What follows belongs to an exercise in optimizing a design on an open flow for small area, a short achievable clock period and few clock cycles per item; a production flow would make more cautious choices. Only simulation tests tie the RTL to the original design; equivalence was not proved. No activity file was given, so power comes from the tool's default toggle rates.

### flow/run.sh
#!/bin/bash
# synth_recipe.tcl (not shown) runs the flow's synth.tcl, then flattens the netlist and writes it again
# the make line also repeats each setting of config.mk as NAME=value (left out here)
make -C /OpenROAD-flow-scripts/flow DESIGN_CONFIG=/design/flow/config.mk WORK_HOME=/design/flow/orfs CLKGATE_MAP_FILE= SYNTH_SCRIPT=/design/flow/synth_recipe.tcl finish
### flow/config.mk
export PLATFORM = sky130hd
export DESIGN_NAME = voirbo_tyu
export DESIGN_NICKNAME = voirbo_tyu
export VERILOG_FILES = /design/flow/design.v
export SDC_FILE = /design/flow/constraint.sdc
export NUM_CORES = 4
export LEC_CHECK = 0
export CAP_MARGIN = 20
export CORE_MARGIN = 2
export CORE_UTILIZATION = 20
export PLACE_DENSITY = 0.35
export SLEW_MARGIN = 20
### flow/constraint.sdc
create_clock -name core_clock -period 14.0 [get_ports {clk}]
set_input_delay 2.8000 -clock core_clock [delete_from_list [all_inputs] [get_ports {clk}]]
set_output_delay 2.8000 -clock core_clock [all_outputs]
set_load 0.01 [all_outputs]
### flow/design.v
module tyu_opnd (
    input  wire [7:0]  tag,
    input  wire [63:0] pay,
    output wire        is_empty,
    output wire        is_pending,
    output wire        is_fault,
    output wire        reserved,     
    output wire        misaligned,   
    output wire        is_fix,
    output wire        is_flo,
    output wire        is_rat,
    output wire        is_char,
    output wire        is_nil,
    output wire        is_bool,
    output wire        is_unbound,
    output wire        is_oct,
    output wire        is_obj,
    output wire        is_big,
    output wire        is_lref
);
    assign is_empty   = (tag == 8'h00);
    assign is_fix     = (tag == 8'h04);
    assign is_flo     = (tag == 8'h08);
    assign is_rat     = (tag == 8'h0C);
    assign is_char    = (tag == 8'h10);
    assign is_nil     = (tag == 8'h14);
    assign is_bool    = (tag == 8'h15);
    assign is_unbound = (tag == 8'h16);
    assign is_oct     = (tag == 8'h18);
    assign is_pending = (tag == 8'h20);
    assign is_fault   = (tag == 8'h24);
    assign is_lref    = (tag >= 8'h40) && (tag <= 8'h57);
    assign is_obj     = (tag[7:2] == 6'h11);
    assign is_big     = (tag[7:2] == 6'h13);
    wire defined = is_empty | is_fix | is_flo | is_rat | is_char | is_nil | is_bool |
                   is_unbound | is_oct | is_pending | is_fault |
                   (tag == 8'h28) | (tag == 8'h2C) | (tag == 8'h2D) | (tag == 8'h30) |
                   (tag == 8'h34) | (tag == 8'h38) | is_lref | (tag == 8'h58) |
                   (tag == 8'h80) | (tag == 8'h84);
    wire [31:0] den = pay[31:0];
    wire char_bad = (pay[63:21] != 43'd0) ||
                    ((pay[20:0] >= 21'h00D800) && (pay[20:0] <= 21'h00DFFF)) ||
                    (pay[20:0] > 21'h10FFFF);
    wire noncanon = (is_rat && (den < 32'd2)) ||
                    (is_char && char_bad) ||
                    (is_nil && (pay != 64'd0)) ||
                    (is_bool && (pay[63:1] != 63'd0)) ||
                    (is_unbound && (pay[63:32] != 32'd0)) ||
                    (is_lref && (pay[63:48] != 16'd0));
    assign reserved   = !defined || noncanon;
    assign misaligned = is_lref && (pay[3:0] != 4'd0);
endmodule
module voirbo_tyu (
    input  wire        clk,
    input  wire        rst,
    input  wire        in_valid,
    output wire        in_ready,
    input  wire [5:0]  in_op,
    input  wire        in_ovf_en,
    input  wire        in_divz_en,
    input  wire [7:0]  in_a_tag,
    input  wire [63:0] in_a,
    input  wire [7:0]  in_b_tag,
    input  wire [63:0] in_b,
    input  wire [7:0]  in_c_tag,
    input  wire [63:0] in_c,
    output reg         out_valid,
    output reg  [1:0]  out_status,
    output reg  [7:0]  out_tag,
    output reg  [63:0] out_pay,
    output reg  [63:0] out_hi,
    output reg  [15:0] out_code
);
    localparam OP_ADD = 6'h00, OP_SUB = 6'h01, OP_MUL = 6'h02, OP_QUO = 6'h03,
               OP_REM = 6'h04, OP_ADDW = 6'h05, OP_SUBW = 6'h06, OP_MULW = 6'h07,
               OP_NEG = 6'h08, OP_ABS = 6'h09, OP_ZEROP = 6'h0A, OP_NUMEQ = 6'h0B,
               OP_LT = 6'h0C, OP_LE = 6'h0D, OP_GT = 6'h0E, OP_GE = 6'h0F,
               OP_AND = 6'h10, OP_OR = 6'h11, OP_XOR = 6'h12, OP_LNOT = 6'h13,
               OP_SHL = 6'h14, OP_SHR = 6'h15, OP_SHRL = 6'h16, OP_BYTE = 6'h17,
               OP_SETBYTE = 6'h18, OP_BITS = 6'h19, OP_POPCNT = 6'h1A, OP_CLZ = 6'h1B,
               OP_TOOCT = 6'h1C, OP_OCT2F = 6'h1D, OP_OCT2N = 6'h1E, OP_CHAR2N = 6'h1F,
               OP_N2CHAR = 6'h20, OP_TYPECODE = 6'h21, OP_EQ = 6'h22;
    localparam ST_OK = 2'd0, ST_FAULT = 2'd1, ST_PROMOTE = 2'd2, ST_DEFER = 2'd3;
    localparam F_EMPTY_READ = 16'h0101, F_TAG_RESERVED = 16'h0102, F_TYPE = 16'h0103,
               F_UNBOUND = 16'h0106, F_MISALIGNED = 16'h0107, F_BOUNDS = 16'h0108,
               F_OVERFLOW = 16'h0201, F_DIVZERO = 16'h0202, F_ILLEGAL_OP = 16'h0302;
    localparam T_FIX = 8'h04, T_FLO = 8'h08, T_RAT = 8'h0C, T_CHAR = 8'h10,
               T_BOOL = 8'h15, T_OCT = 8'h18, T_FAULT = 8'h24;
    localparam S_IDLE = 2'd0, S_MUL = 2'd1, S_DIV = 2'd2, S_FIN = 2'd3;
    wire a_empty, a_pend, a_fault, a_res, a_mis, a_fix, a_flo, a_rat, a_char, a_nil,
         a_bool, a_unb, a_oct, a_obj, a_big, a_lref;
    wire b_empty, b_pend, b_fault, b_res, b_mis, b_fix, b_flo, b_rat, b_char, b_nil,
         b_bool, b_unb, b_oct, b_obj, b_big, b_lref;
    wire c_empty, c_pend, c_fault, c_res, c_mis, c_fix, c_flo, c_rat, c_char, c_nil,
         c_bool, c_unb, c_oct, c_obj, c_big, c_lref;
    tyu_opnd u_opa (.tag(in_a_tag), .pay(in_a), .is_empty(a_empty), .is_pending(a_pend),
        .is_fault(a_fault), .reserved(a_res), .misaligned(a_mis), .is_fix(a_fix),
        .is_flo(a_flo), .is_rat(a_rat), .is_char(a_char), .is_nil(a_nil), .is_bool(a_bool),
        .is_unbound(a_unb), .is_oct(a_oct), .is_obj(a_obj), .is_big(a_big), .is_lref(a_lref));
    tyu_opnd u_opb (.tag(in_b_tag), .pay(in_b), .is_empty(b_empty), .is_pending(b_pend),
        .is_fault(b_fault), .reserved(b_res), .misaligned(b_mis), .is_fix(b_fix),
        .is_flo(b_flo), .is_rat(b_rat), .is_char(b_char), .is_nil(b_nil), .is_bool(b_bool),
        .is_unbound(b_unb), .is_oct(b_oct), .is_obj(b_obj), .is_big(b_big), .is_lref(b_lref));
    tyu_opnd u_opc (.tag(in_c_tag), .pay(in_c), .is_empty(c_empty), .is_pending(c_pend),
        .is_fault(c_fault), .reserved(c_res), .misaligned(c_mis), .is_fix(c_fix),
        .is_flo(c_flo), .is_rat(c_rat), .is_char(c_char), .is_nil(c_nil), .is_bool(c_bool),
        .is_unbound(c_unb), .is_oct(c_oct), .is_obj(c_obj), .is_big(c_big), .is_lref(c_lref));
    wire a_num = a_fix | a_flo | a_rat | a_big | a_obj;
    wire b_num = b_fix | b_flo | b_rat | b_big | b_obj;
    reg [1:0] nops;
    reg       legal;
    always @* begin
        legal = 1'b1;
        case (in_op)
            OP_NEG, OP_ABS, OP_ZEROP, OP_LNOT, OP_POPCNT, OP_CLZ, OP_TOOCT, OP_OCT2F,
            OP_OCT2N, OP_CHAR2N, OP_N2CHAR, OP_TYPECODE: nops = 2'd1;
            OP_SETBYTE, OP_BITS: nops = 2'd3;
            default: begin
                nops = 2'd2;
                if (in_op > OP_EQ) legal = 1'b0;
            end
        endcase
    end
    wire ub = (nops != 2'd1);
    wire uc = (nops == 2'd3);
    wire [63:0] a = in_a;
    wire [63:0] b = in_b;
    wire [63:0] c = in_c;
    localparam [63:0] MINFIX = 64'h8000_0000_0000_0000;
    wire [64:0] sum65  = {a[63], a} + {b[63], b};
    wire [64:0] diff65 = {a[63], a} - {b[63], b};
    wire sum_ovf  = (sum65[64] != sum65[63]);
    wire diff_ovf = (diff65[64] != diff65[63]);
    wire [63:0] nega = 64'd0 - a;
    wire lt_s = ($signed(a) < $signed(b));
    wire eq_v = (a == b);
    wire cnt_in_range = ($signed(b) >= -64'sd65535) && ($signed(b) <= 64'sd65535);
    wire cnt_0_63     = (b[63:6] == 58'd0);
    wire signed [17:0] cnt_s = (in_op == OP_SHR) ? -$signed(b[17:0]) : $signed(b[17:0]);
    wire        sh_left  = !cnt_s[17];
    wire        sh_big   = sh_left && (cnt_s > 18'sd63);
    wire signed [17:0] rcnt = -cnt_s;
    wire [5:0]  ramt = (rcnt > 18'sd63) ? 6'd63 : rcnt[5:0];
    wire [127:0] shl_ext = {{64{a[63]}}, a} << cnt_s[5:0];
    wire shl_fits = (shl_ext[127:63] == {65{1'b0}}) || (shl_ext[127:63] == {65{1'b1}});
    wire [63:0] sra_res = $signed(a) >>> ramt;
    wire byte_idx_ok  = (b[63:3] == 61'd0);
    wire byte_val_ok  = (c[63:8] == 56'd0);
    wire [63:0] byte_res = (a >> {b[2:0], 3'b000}) & 64'hFF;
    reg  [63:0] setbyte_res;
    always @* begin
        setbyte_res = a;
        setbyte_res[b[2:0]*8 +: 8] = c[7:0];
    end
    wire bits_p_ok = (b[63:6] == 58'd0);
    wire bits_s_ok = (c[63:7] == 57'd0) && (c[6:0] != 7'd0) && (c[6:0] <= 7'd64);
    wire [7:0] bits_end = {2'b00, b[5:0]} + {1'b0, c[6:0]};
    wire bits_ok = bits_p_ok && bits_s_ok && (bits_end <= 8'd64);
    wire [63:0] bits_mask = (c[6:0] == 7'd64) ? {64{1'b1}} : ((64'd1 << c[5:0]) - 64'd1);
    wire [63:0] bits_res = (a >> b[5:0]) & bits_mask;
    reg [3:0] byte_cnt [0:7];
    reg [6:0] popcnt;
    reg [6:0] clz;
    reg [7:0] lead_byte;
    reg [3:0] lead_idx;
    reg [3:0] lz8;
    integer i, j;
    always @* begin
        for (i = 0; i < 8; i = i + 1) begin
            byte_cnt[i] = 4'd0;
            for (j = 0; j < 8; j = j + 1)
                byte_cnt[i] = byte_cnt[i] + {3'd0, a[8*i+j]};
        end
        popcnt = {3'd0, byte_cnt[0]} + {3'd0, byte_cnt[1]} + {3'd0, byte_cnt[2]} +
                 {3'd0, byte_cnt[3]} + {3'd0, byte_cnt[4]} + {3'd0, byte_cnt[5]} +
                 {3'd0, byte_cnt[6]} + {3'd0, byte_cnt[7]};
        lead_idx  = 4'd8;
        lead_byte = 8'd0;
        for (i = 0; i < 8; i = i + 1) begin
            if (a[8*i +: 8] != 8'd0) begin
                lead_idx  = i[3:0];
                lead_byte = a[8*i +: 8];
            end
        end
        lz8 = 4'd8;
        for (j = 0; j < 8; j = j + 1)
            if (lead_byte[j]) lz8 = 4'd7 - j[3:0];
        if (lead_idx == 4'd8) clz = 7'd64;
        else                  clz = {1'b0, 3'd7 - lead_idx[2:0], 3'b000} + {3'd0, lz8};
    end
    wire char_ok = ((a <= 64'h0000_D7FF) || ((a >= 64'h0000_E000) && (a <= 64'h0010_FFFF)));
    wire eq_tag = (a_lref && b_lref) ? (in_a_tag[7:2] == in_b_tag[7:2]) : (in_a_tag == in_b_tag);
    reg [1:0]  d_status;
    reg [7:0]  d_tag;
    reg [63:0] d_pay;
    reg [63:0] d_hi;
    reg [15:0] d_code;
    reg        d_mul;    
    reg        d_div;    
    always @* begin
        d_status = ST_OK;
        d_tag    = 8'd0;
        d_pay    = 64'd0;
        d_hi     = 64'd0;
        d_code   = 16'd0;
        d_mul    = 1'b0;
        d_div    = 1'b0;
        if (!legal) begin
            d_status = ST_FAULT; d_code = F_ILLEGAL_OP;
        end else if ((uc && c_pend) || (ub && b_pend) || a_pend) begin
            d_status = ST_DEFER;
        end else if ((uc && c_fault) || (ub && b_fault) || a_fault) begin
            d_status = ST_FAULT;
            if (uc && c_fault)      d_code = c[63:48];
            else if (ub && b_fault) d_code = b[63:48];
            else                    d_code = a[63:48];
        end else if ((uc && c_empty) || (ub && b_empty) || a_empty) begin
            d_status = ST_FAULT; d_code = F_EMPTY_READ;
        end else if ((uc && (c_res || c_mis)) || (ub && (b_res || b_mis)) || a_res || a_mis) begin
            d_status = ST_FAULT;
            if (uc && (c_res || c_mis))      d_code = c_res ? F_TAG_RESERVED : F_MISALIGNED;
            else if (ub && (b_res || b_mis)) d_code = b_res ? F_TAG_RESERVED : F_MISALIGNED;
            else                             d_code = a_res ? F_TAG_RESERVED : F_MISALIGNED;
        end else if (in_op != OP_TYPECODE && ((uc && c_unb) || (ub && b_unb) || a_unb)) begin
            d_status = ST_FAULT; d_code = F_UNBOUND;
        end else begin
            d_status = ST_FAULT; d_code = F_TYPE;
            case (in_op)
                OP_ADD, OP_SUB: begin
                    if (a_fix && b_fix) begin
                        if ((in_op == OP_ADD) ? sum_ovf : diff_ovf) begin
                            if (in_ovf_en) begin
                                d_status = ST_FAULT; d_code = F_OVERFLOW;
                            end else begin
                                d_status = ST_PROMOTE; d_code = 16'd0; d_tag = T_FIX;
                                d_pay = (in_op == OP_ADD) ? sum65[63:0] : diff65[63:0];
                                d_hi  = {64{(in_op == OP_ADD) ? sum65[64] : diff65[64]}};
                            end
                        end else begin
                            d_status = ST_OK; d_code = 16'd0; d_tag = T_FIX;
                            d_pay = (in_op == OP_ADD) ? sum65[63:0] : diff65[63:0];
                        end
                    end else if (a_num && b_num) begin
                        d_status = ST_DEFER; d_code = 16'd0;
                    end
                end
                OP_MUL: begin
                    if (a_fix && b_fix) begin
                        d_mul = 1'b1; d_status = ST_OK; d_code = 16'd0;
                    end else if (a_num && b_num) begin
                        d_status = ST_DEFER; d_code = 16'd0;
                    end
                end
                OP_QUO, OP_REM: begin
                    if ((a_fix || a_big) && (b_fix || b_big)) begin
                        d_code = 16'd0;
                        if (b_fix && b == 64'd0) begin
                            if (in_divz_en) begin
                                d_status = ST_FAULT; d_code = F_DIVZERO;
                            end else begin
                                d_status = ST_OK; d_tag = T_FAULT; d_pay = {F_DIVZERO, 48'd0};
                            end
                        end else if (a_big || b_big) begin
                            d_status = ST_DEFER;
                        end else if (in_op == OP_QUO && a == MINFIX && b == {64{1'b1}}) begin
                            if (in_ovf_en) begin
                                d_status = ST_FAULT; d_code = F_OVERFLOW;
                            end else begin
                                d_status = ST_PROMOTE; d_tag = T_FIX; d_pay = MINFIX;
                            end
                        end else begin
                            d_status = ST_OK; d_div = 1'b1;
                        end
                    end
                end
                OP_ADDW, OP_SUBW, OP_MULW: begin
                    if (a_fix && b_fix) begin
                        d_status = ST_OK; d_code = 16'd0; d_tag = T_FIX;
                        if (in_op == OP_ADDW)      d_pay = sum65[63:0];
                        else if (in_op == OP_SUBW) d_pay = diff65[63:0];
                        else                       d_mul = 1'b1;
                    end
                end
                OP_NEG, OP_ABS: begin
                    if (a_fix) begin
                        d_code = 16'd0; d_tag = T_FIX;
                        if (in_op == OP_ABS && !a[63]) begin
                            d_status = ST_OK; d_pay = a;
                        end else if (a == MINFIX) begin
                            if (in_ovf_en) begin
                                d_status = ST_FAULT; d_code = F_OVERFLOW; d_tag = 8'd0;
                            end else begin
                                d_status = ST_PROMOTE; d_pay = MINFIX;
                            end
                        end else begin
                            d_status = ST_OK; d_pay = nega;
                        end
                    end else if (a_flo) begin
                        d_status = ST_OK; d_code = 16'd0; d_tag = T_FLO;
                        d_pay = {(in_op == OP_NEG) ? ~a[63] : 1'b0, a[62:0]};
                    end else if (a_rat) begin
                        d_code = 16'd0;
                        if (a[63:32] == 32'h8000_0000) begin
                            d_status = ST_DEFER;
                        end else begin
                            d_status = ST_OK; d_tag = T_RAT;
                            if (in_op == OP_NEG || a[63]) d_pay = {32'd0 - a[63:32], a[31:0]};
                            else                          d_pay = a;
                        end
                    end else if (a_big || a_obj) begin
                        d_status = ST_DEFER; d_code = 16'd0;
                    end
                end
                OP_ZEROP: begin
                    if (a_fix || a_flo || a_rat) begin
                        d_status = ST_OK; d_code = 16'd0; d_tag = T_BOOL;
                        if (a_fix)      d_pay = {63'd0, a == 64'd0};
                        else if (a_flo) d_pay = {63'd0, a[62:0] == 63'd0};
                        else            d_pay = 64'd0;
                    end else if (a_big || a_obj) begin
                        d_status = ST_DEFER; d_code = 16'd0;
                    end
                end
                OP_NUMEQ, OP_LT, OP_LE, OP_GT, OP_GE: begin
                    if (a_fix && b_fix) begin
                        d_status = ST_OK; d_code = 16'd0; d_tag = T_BOOL;
                        case (in_op)
                            OP_NUMEQ: d_pay = {63'd0, eq_v};
                            OP_LT:    d_pay = {63'd0, lt_s};
                            OP_LE:    d_pay = {63'd0, lt_s | eq_v};
                            OP_GT:    d_pay = {63'd0, !(lt_s | eq_v)};
                            default:  d_pay = {63'd0, !lt_s};
                        endcase
                    end else if (a_num && b_num) begin
                        d_status = ST_DEFER; d_code = 16'd0;
                    end
                end
                OP_AND, OP_OR, OP_XOR: begin
                    if ((a_fix && b_fix) || (a_oct && b_oct)) begin
                        d_status = ST_OK; d_code = 16'd0; d_tag = in_a_tag;
                        if (in_op == OP_AND)     d_pay = a & b;
                        else if (in_op == OP_OR) d_pay = a | b;
                        else                     d_pay = a ^ b;
                    end
                end
                OP_LNOT: begin
                    if (a_fix || a_oct) begin
                        d_status = ST_OK; d_code = 16'd0; d_tag = in_a_tag; d_pay = ~a;
                    end
                end
                OP_SHL, OP_SHR: begin
                    if (b_fix && a_fix && cnt_in_range) begin
                        d_code = 16'd0; d_tag = T_FIX;
                        if (!sh_left) begin
                            d_status = ST_OK; d_pay = sra_res;
                        end else if (a == 64'd0) begin
                            d_status = ST_OK; d_pay = 64'd0;
                        end else if (!sh_big && shl_fits) begin
                            d_status = ST_OK; d_pay = shl_ext[63:0];
                        end else if (in_ovf_en) begin
                            d_status = ST_FAULT; d_code = F_OVERFLOW; d_tag = 8'd0;
                        end else if (!sh_big) begin
                            d_status = ST_PROMOTE; d_pay = shl_ext[63:0]; d_hi = shl_ext[127:64];
                        end else begin
                            d_status = ST_DEFER; d_tag = 8'd0;
                        end
                    end else if (b_fix && a_big && cnt_in_range) begin
                        d_status = ST_DEFER; d_code = 16'd0;
                    end else if (b_fix && a_oct && in_op == OP_SHL && cnt_0_63) begin
                        d_status = ST_OK; d_code = 16'd0; d_tag = T_OCT; d_pay = a << b[5:0];
                    end
                end
                OP_SHRL: begin
                    if (b_fix && (a_fix || a_oct) && cnt_0_63) begin
                        d_status = ST_OK; d_code = 16'd0; d_tag = in_a_tag; d_pay = a >> b[5:0];
                    end
                end
                OP_BYTE: begin
                    if ((a_fix || a_oct) && b_fix) begin
                        if (byte_idx_ok) begin
                            d_status = ST_OK; d_code = 16'd0; d_tag = T_FIX; d_pay = byte_res;
                        end else begin
                            d_code = F_BOUNDS;
                        end
                    end
                end
                OP_SETBYTE: begin
                    if ((a_fix || a_oct) && b_fix && c_fix) begin
                        if (byte_idx_ok && byte_val_ok) begin
                            d_status = ST_OK; d_code = 16'd0; d_tag = in_a_tag; d_pay = setbyte_res;
                        end else begin
                            d_code = F_BOUNDS;
                        end
                    end
                end
                OP_BITS: begin
                    if ((a_fix || a_oct) && b_fix && c_fix) begin
                        if (bits_ok) begin
                            d_status = ST_OK; d_code = 16'd0; d_tag = T_FIX; d_pay = bits_res;
                        end else begin
                            d_code = F_BOUNDS;
                        end
                    end
                end
                OP_POPCNT, OP_CLZ: begin
                    if (a_fix || a_oct) begin
                        d_status = ST_OK; d_code = 16'd0; d_tag = T_FIX;
                        d_pay = {57'd0, (in_op == OP_POPCNT) ? popcnt : clz};
                    end
                end
                OP_TOOCT: begin
                    if (a_fix || a_flo || a_rat || a_char || a_nil || a_bool || a_oct) begin
                        d_status = ST_OK; d_code = 16'd0; d_tag = T_OCT; d_pay = a;
                    end
                end
                OP_OCT2F, OP_OCT2N: begin
                    if (a_oct) begin
                        d_status = ST_OK; d_code = 16'd0; d_pay = a;
                        d_tag = (in_op == OP_OCT2F) ? T_FLO : T_FIX;
                    end
                end
                OP_CHAR2N: begin
                    if (a_char) begin
                        d_status = ST_OK; d_code = 16'd0; d_tag = T_FIX; d_pay = a;
                    end
                end
                OP_N2CHAR: begin
                    if (a_fix && char_ok) begin
                        d_status = ST_OK; d_code = 16'd0; d_tag = T_CHAR; d_pay = a;
                    end
                end
                OP_TYPECODE: begin
                    d_status = ST_OK; d_code = 16'd0; d_tag = T_FIX; d_pay = {58'd0, in_a_tag[7:2]};
                end
                OP_EQ: begin
                    d_status = ST_OK; d_code = 16'd0; d_tag = T_BOOL;
                    d_pay = {63'd0, eq_tag && (a == b)};
                end
                default: ;
            endcase
        end
    end
    reg [1:0]   state;
    reg [5:0]   cnt;
    reg [5:0]   r_op;
    reg         r_ovf_en;
    reg         r_neg;       
    reg         r_aneg;      
    reg [127:0] prod;        
    reg [63:0]  mcand;       
    reg [63:0]  drem;
    reg [63:0]  dquo;
    assign in_ready = (state == S_IDLE);
    wire accept = in_valid && in_ready;
    wire [63:0] amag = a[63] ? nega : a;
    wire [63:0] bmag = b[63] ? (64'd0 - b) : b;
    wire [64:0] mul_sum = {1'b0, prod[127:64]} + (prod[0] ? {1'b0, mcand} : 65'd0);
    wire [64:0] div_sh  = {drem, dquo[63]};
    wire [64:0] div_try = div_sh - {1'b0, mcand};
    wire        div_ge  = !div_try[64];
    wire [127:0] prod_s = r_neg ? (128'd0 - prod) : prod;
    wire prod_fits = (prod_s[127:63] == {65{1'b0}}) || (prod_s[127:63] == {65{1'b1}});
    wire [63:0] quo_s = r_neg ? (64'd0 - dquo) : dquo;
    wire [63:0] rem_s = r_aneg ? (64'd0 - drem) : drem;
    always @(posedge clk) begin
        if (rst) begin
            state     <= S_IDLE;
            out_valid <= 1'b0;
        end else begin
            out_valid <= 1'b0;
            case (state)
                S_IDLE: begin
                    if (accept) begin
                        r_op     <= in_op;
                        r_ovf_en <= in_ovf_en;
                        cnt      <= 6'd0;
                        if (d_mul) begin
                            state  <= S_MUL;
                            r_neg  <= a[63] ^ b[63];
                            prod   <= {64'd0, bmag};
                            mcand  <= amag;
                        end else if (d_div) begin
                            state  <= S_DIV;
                            r_neg  <= a[63] ^ b[63];
                            r_aneg <= a[63];
                            drem   <= 64'd0;
                            dquo   <= amag;
                            mcand  <= bmag;
                        end else begin
                            out_valid  <= 1'b1;
                            out_status <= d_status;
                            out_tag    <= d_tag;
                            out_pay    <= d_pay;
                            out_hi     <= d_hi;
                            out_code   <= d_code;
                        end
                    end
                end
                S_MUL: begin
                    prod <= {mul_sum, prod[63:1]};
                    cnt  <= cnt + 6'd1;
                    if (cnt == 6'd63) state <= S_FIN;
                end
                S_DIV: begin
                    drem <= div_ge ? div_try[63:0] : div_sh[63:0];
                    dquo <= {dquo[62:0], div_ge};
                    cnt  <= cnt + 6'd1;
                    if (cnt == 6'd63) state <= S_FIN;
                end
                default: begin  
                    state     <= S_IDLE;
                    out_valid <= 1'b1;
                    out_hi    <= 64'd0;
                    out_code  <= 16'd0;
                    out_tag   <= T_FIX;
                    out_status <= ST_OK;
                    case (r_op)
                        OP_MULW: out_pay <= prod_s[63:0];
                        OP_MUL: begin
                            if (prod_fits) begin
                                out_pay <= prod_s[63:0];
                            end else if (r_ovf_en) begin
                                out_status <= ST_FAULT;
                                out_code   <= F_OVERFLOW;
                                out_tag    <= 8'd0;
                                out_pay    <= 64'd0;
                            end else begin
                                out_status <= ST_PROMOTE;
                                out_pay    <= prod_s[63:0];
                                out_hi     <= prod_s[127:64];
                            end
                        end
                        OP_QUO:  out_pay <= quo_s;
                        default: out_pay <= rem_s;
                    endcase
                end
            endcase
        end
    end
endmodule
==> notes.md <==
## cells by family (layout without fill, tap and decap cells)
| group | count (synthesis) | count (layout) | share of synthesized area, % |
|---|---|---|---|
| and+or+nand+nor | 3941 | 3941 | 22.5 |
| buffers and inverters | 1346 | 1686 | 6.43 |
| xor gates and xnor gates | 684 | 684 | 7.21 |
| DFF | 492 | 492 | 17.8 |
| AOI/OAI and AO/OA | 3970 | 3970 | 30.4 |
| adders and majority gates | 427 | 427 | 6.96 |
| other | 1 | 105 | 0.00452 |
| muxes | 560 | 560 | 8.77 |
## critical path, cell delays in order
cell             delay [ns]
clkdlybuf4s50_1        0.75
buf_4                  0.45
inv_1                  0.22
ha_1                   0.46
or4_1                  0.67
or2_0                  0.58
a2111oi_2              1.03
nor3_1                 0.16
a21oi_1                0.70
a2111oi_0              0.36
buf_4                  0.23
o21ba_2                0.23
or3_1                  0.60
a211oi_2               0.54
o21ai_0                0.15
a221o_1                0.42
o311ai_4               0.33
buf_12                 0.27
o221ai_1               0.32
nand2_1                0.39
o211ai_1               0.27
buf_4                  0.26
## registers in the layout, indices dropped and copies added (netlist names)
| register | cells |
|---|---|
| prod | 128 |
| dquo | 64 |
| drem | 64 |
| mcand | 64 |
| out_hi | 64 |
| out_pay | 64 |
| out_code | 16 |
| out_tag | 8 |
| cnt | 6 |
| r_op | 6 |
| out_status | 2 |
| state | 2 |
| out_valid | 1 |
| r_aneg | 1 |
| r_neg | 1 |
| r_ovf_en | 1 |
## metrics by stage
step	utilization [%]	area (um2)	worst slack, ns	hold slack [ns]
global route	24.0	99200	2.52	0.604
floorplan	-	83000	1.05	0.514
finish	24.0	99400	2.06	0.584
CTS	23.9	98900	2.67	0.571
global placement	23.3	96400	1.12	0.564
detailed placement	23.4	96700	1.95	0.559
## area by class of cell
cell class                 count  area [um2]  area share (%)
clock inverter                42         450           0.453
inverter                     395        1500            1.51
antenna                      102         255           0.257
timing repair buffer        1170        9870            9.93
clock buffer                  79        1780            1.80
multi-input combinational   9585       63900            64.3
sequential                   492       14700            14.8
tap                         5474        6850            6.89
## cells in the mapped netlist, types with 233 or more instances
| master | instances |
|---|---|
| a21oi_1 | 1132 |
| o22ai_1 | 233 |
| nor2_1 | 1344 |
| o21ai_0 | 904 |
| ha_1 | 367 |
| nand3_1 | 249 |
| a211oi_1 | 259 |
| nor3_1 | 318 |
| inv_1 | 367 |
| edfxtp_1 | 489 |
| nand2_1 | 1000 |
| clkbuf_1 | 694 |
| mux2i_1 | 307 |
| xnor2_1 | 476 |
## cell usage in the layout (no fill, tap or decap), types with 303 or more instances in the layout
master and n:
inv_1 362, edfxtp_1 489, mux2i_1 303, buf_4 767, xnor2_1 449, nor2_1 1330, a21oi_1 1127, o21ai_0 855
clkdlybuf4s50_1 362, nand2_1 994, ha_1 364
## worst min-delay path by stage
stage	to	cells past startpoint	from
2_1_floorplan	state[1]	2	state[1]
3_3_place_gp	state[1]	2	state[1]
3_5_place_dp	state[1]	2	state[1]
4_1_cts	state[1]	2	state[1]
5_1_grt	state[1]	2	state[1]
6_report	state[1]	2	state[1]
## power breakdown
part | switching [mW] | internal, mW
registers | 0.0172 | 1.64
clock network | 0.833 | 1.04
logic | 3.38 | 1.47
total | 4.23 | 4.14
## per-layer routing
metal / wire (um) / vias to the layer above
li1: - / 43400
met1: 322000 / 54400
met2: 341000 / 7286
met3: 76800 / 1925
met4: 76500 / 44
met5: 294 / -
==> flow_summary.json <==
{
  "cts.reportedPaths.clkPinSlew_ns": 0.06,
  "first_global_vias": 99100,
  "yosysSeqAreaShare_pct": 17.8,
  "postRouteAntennaNets": 0,
  "rsz0062_at_grt": "false",
  "core-area_um2": 413000,
  "grt_first_pass_wirelength_um": 1040000,
  "h-tree-depth": 3,
  "ios": 383,
  "ff2ff_setup_slack_ns": 5.70,
  "avgSynthCellArea_um2": 7.27,
  "synth-edff-count": 489,
  "status": "complete, no violations",
  "antenna_found_initial": 145,
  "postCtsHoldBufs": 0,
  "grtUsageMet1_pct": 45.6,
  "period_share_pct": 85.3,
  "max_freq_mhz": 83.7,
  "startpoint_type": "input pin",
  "grt_max_degree": 111,
  "cts_inserted_buffers": 68,
  "grt_most_used_layer": "met2",
  "drc": 0,
  "rr_endpoint": "out_pay[16]",
  "postCtsSetupBuffers": 0,
  "hold_violations": 0,
  "grt-ovfl-total": 0,
  "areaGrowthSynthToFinish_pct": 19.7,
  "criticalPathCategory": "in2reg",
  "max-cap-violations": 0,
  "yosys.area.top_type": "edfxtp_1",
  "end_kind": "register",
  "root_buffer": "clkbuf_16",
  "synth_flop_cell": "edfxtp_1",
  "leakage_nw": 36.0,
  "insertion_delay_ns": 0.71,
  "required_ns": 14.42,
  "place_congestion": 1.08,
  "syn_area_um2": 83000,
  "clock_skew_ns": 0.0672,
  "start_util_pct": 20.1,
  "num_rows": 236,
  "setup_viol": 0,
  "chipWidth_um": 648,
  "fillers": 46700,
  "p_per_area_nw_per_um2": 84.2,
  "placed_cells": 17100,
  "port_buffers": 382,
  "yosysTopAreaCellShare_pct": 17.7,
  "grt_usage_pct": 37.3,
  "cts.repair.resized": 0,
  "clock_path_buffers": 3,
  "die-area_um2": 420000,
  "synth_cell_type_count": 118,
  "ir_worst_vdd_mv": 0.296,
  "wl_per_cell_um": 47.1,
  "synthArstFlopShare_pct": 0,
  "worstPathMaxFanout": 24,
  "cts_tree": "yes",
  "period_needed_ns": 11.94,
  "nNetsFinal": 12400,
  "drive_gt1_share_pct": 12.4,
  "critPathCapture": "out_pay[19]",
  "die_h_um": 648,
  "ys_ff_latch": 492,
  "drt_iter0_drc": 16400,
  "wirelength_um": 817000,
  "power_mw": 8.37,
  "worst_pin_slew_ns": 1.40,
  "avgViaCountPerCell": 6.18,
  "syn_inst": 11400,
  "tns_ns": 0,
  "worstHoldPathType": "reg2reg",
  "use_met2_pct": 55.0,
  "grt_use_met3_pct": 10.3,
  "first_pass_iters": 8,
  "yosys-top-cells-area": "edfxtp_1 18%, a21oi_1 6.8%, nor2_1 6.1%, ha_1 5.5%, o21ai_0 5.4%",
  "crit_arrival_ns": 12.36,
  "worst_r2r_path_depth": 17,
  "vias": 107000,
  "clock-sinks": 492,
  "dpl.hpwl_um": 665000,
  "r2r-start": "prod[54]",
  "relSlewSlack_pct": 3.84,
  "ys.warnings.count": 2,
  "final_cells": 17300,
  "final_max_slew_viol_count": 0,
  "crit_start": "in_a[17]"
}
Testbench counts, summed over its fixed seeds: cycles 398,145, ops 32,000.

## separate check: timing with driven ports
The flow's constraints put no driver on any port. The routed layout listed below was extracted and timed again, unchanged, in two steps. Step 1 assumes that a clkbuf_16 drives the clock port and a buf_2 every other input. Step 2 moves the port delays by t, midway between the first and last clock arrival at a register: inputs arrive t later, outputs are due t later. That takes back most of the time a late clock gives input paths. Slacks: ideal / step 1 / step 2; pairs: ideal / step 1.
t, ns: 0.744
slack for setup (ns): 2.056 / 2.102 / 1.358
cell pins on the clock port's net: 1
After both steps setup and hold are still met in this run. For this run, drivers alone change the setup slack by +0.046 ns; drivers and shift together by -0.698 ns.
